From an optimization exercise on the open Yosys and OpenROAD flow, aimed at small area, a short achievable clock period and few clock cycles per item; shortcuts taken in it are not production practice. In this exercise RTL edits were held to simulation tests only and were not proved equivalent to the original. Power is estimated from default activity; no workload was simulated.

==> run a <==
// ce_mac
module ce_mac (
    input  wire        clk,
    input  wire        rst,         
    input  wire        in_valid,
    output wire        in_ready,
    input  wire [1:0]  in_op,
    input  wire [31:0] in_mant,     
    input  wire [5:0]  in_shift,    
    input  wire [31:0] in_x,        
    input  wire [4:0]  in_osh,      
    output reg         out_valid,
    output reg  [31:0] out_y,
    output reg         out_sat
);
clock: 25.0 ns
lec_check: 0
abc_area: 1
cap_margin: 20
core_margin: 2
core_utilization: 50
cts_cluster_diameter: 120
cts_cluster_size: 22
slew_margin: 20
synth_hierarchical: 1
standard.sh (not shown) runs the stock make flow with config.mk's settings and CLKGATE_MAP_FILE= SYNTH_SCRIPT=/design/flow/synth_recipe.tcl, a recipe that flattens the netlist after the stock synthesis.
==> flow/flow/run.sh <==
#!/bin/bash
set -euo pipefail
MARGIN=$(cat flow/margin.txt)
bash standard.sh synth > log_synth.txt 2>&1
bash standard.sh SETUP_SLACK_MARGIN=$MARGIN MATCH_CELL_FOOTPRINT=0 \
  "BUFFER_PORTS_ARGS=-buffer_cell sky130_fd_sc_hd__buf_4" finish > log_layout.txt 2>&1
==> flow/flow/margin.txt <==
19.2
==> run b: changes against run a <==
==> flow/flow/margin.txt (replaced) <==
19.0
--- a/flow/config.mk
+++ b/flow/config.mk
@@ -6,10 +6,10 @@
 export NUM_CORES = 4
 export LEC_CHECK = 0
 export ABC_AREA = 1
-export CAP_MARGIN = 20
+export CAP_MARGIN = 0
 export CORE_MARGIN = 2
-export CORE_UTILIZATION = 50
+export CORE_UTILIZATION = 65
 export CTS_CLUSTER_DIAMETER = 120
 export CTS_CLUSTER_SIZE = 22
-export SLEW_MARGIN = 20
+export SLEW_MARGIN = 0
 export SYNTH_HIERARCHICAL = 1
==> summary.txt <==
- In wire length, run b and run a hardly differ.
- Against run a, the clock skew of run b is lower by 0.0059 ns.
- Against run b, the final area of run a is larger by about 1.2%.
- Of run a and run b, run b has the higher worst setup slack (gap 0.088 ns).
- Against run a, the final cell count of run b is smaller by 3.6%.
==> figures <==
quantity                                                               run b                    run a
Floorplan die height                                             269 microns              306 microns
Clock network fraction of design power                                 0.083                    0.099
End point of the critical path                                     out_y[31]                  out_sat
Run status                                           complete, no violations  complete, no violations
Sequential Power Share                                                 0.234                    0.228
Worst path arrival time                                              1.04 ns                  1.13 ns
Net switching share of the total power                                 0.515                    0.509
Half-perimeter wire length after detailed placement           111000 microns           113000 microns
WL final                                                      161000 microns           161000 microns
Non-clk bufs                                                             233                      232
Area of the multi-input gates                                    33500 sq um              33500 sq um
Testbench counts of run a, summed over its fixed seeds: cycles 24,081, items 24,049.
Testbench counts of run b, summed over its fixed seeds: cycles 24,081, items 24,049.

==> inputs of job 7750 <==
ce_mac again, from the RTL that the note above started with.
// ce_mac
module ce_mac (
    input  wire        clk,
    input  wire        rst,         
    input  wire        in_valid,
    output wire        in_ready,
    input  wire [1:0]  in_op,
    input  wire [31:0] in_mant,     
    input  wire [5:0]  in_shift,    
    input  wire [31:0] in_x,        
    input  wire [4:0]  in_osh,      
    output reg         out_valid,
    output reg  [31:0] out_y,
    output reg         out_sat
);
Settings: LEC_CHECK=0, ABC_AREA=1, CAP_MARGIN=20, CORE_MARGIN=2, CORE_UTILIZATION=65, SLEW_MARGIN=20, SYNTH_HIERARCHICAL=1; clock period 25.0 ns.
==> flow/flow/margin.txt <==
19.2
Scripts as last shown in full above: flow/flow/run.sh
==> inputs of job 4981, as changes to job 7750 <==
Settings changed: CORE_UTILIZATION 65 to 50.
==> flow_metrics.py <==
metrics = {
    "final_layout": {
        "fin_util_pct": 54.47,
    },
    "placement": {
        "dpl_cell_area_um2": 46850,
    },
    "critical_path": {
        "reg2reg_depth": 27,
        "startpoint": "out_sat",
    },
    "outcome": {
        "status": "complete, no violations",
    },
    "die": {
        "start_util_pct": 50.49,
    },
}
That was job 4981.
==> flow_metrics.py <==
metrics = {
    "outcome": {
        "status": "complete, no violations",
    },
    "routing": {
        "ant_nets": 0,
    },
    "critical_path": {
        "reg2reg_depth": 12,
    },
    "power": {
        "p_clk_share_pct": 13.4,
    },
    "final_layout": {
        "fin_util_pct": 70.01,
    },
    "placement": {
        "dpl_cell_area_um2": 46570,
    },
    "die": {
        "start_util_pct": 65.33,
    },
}
That was job 7750.
Testbench counts of job 7750, summed over its fixed seeds: cycles 24,081, items 24,049.
Testbench counts of job 4981, summed over its fixed seeds: cycles 24,081, items 24,049.

==> re-timing with driven ports <==
In the flow no input, the clock included, has a driving cell. The finished layouts below were timed again as built, in two steps. Step 1 (the two cells are an assumption about what drives the block):
set clk [get_ports {clk}]
set_driving_cell -lib_cell sky130_fd_sc_hd__clkbuf_16 $clk
set_driving_cell -lib_cell sky130_fd_sc_hd__buf_2 [delete_from_list [all_inputs] $clk]
Step 2, shift: input delay + t, output delay - t, t = (earliest + latest rising clock arrival at the registers) / 2. This alone moves slack from input paths to output paths. a / b / c = no drivers / after step 1 / after step 2; a / b = the first two.
run | t (ns) | setup slack, ns | worst hold slack (ns)
run a | 0.722 | 18.868 / 18.796 / 19.362 | 0.333 / 0.333 / 0.333
run b | 0.671 | 18.956 / 18.888 / 19.183 | 0.343 / 0.343 / 0.343
job 7750 | 0.703 | 18.926 / 18.853 / 19.331 | 0.339 / 0.339 / 0.339
job 4981 | 0.721 | 18.876 / 18.806 / 19.349 | 0.328 / 0.328 / 0.328
After both steps every run listed still meets setup and hold.
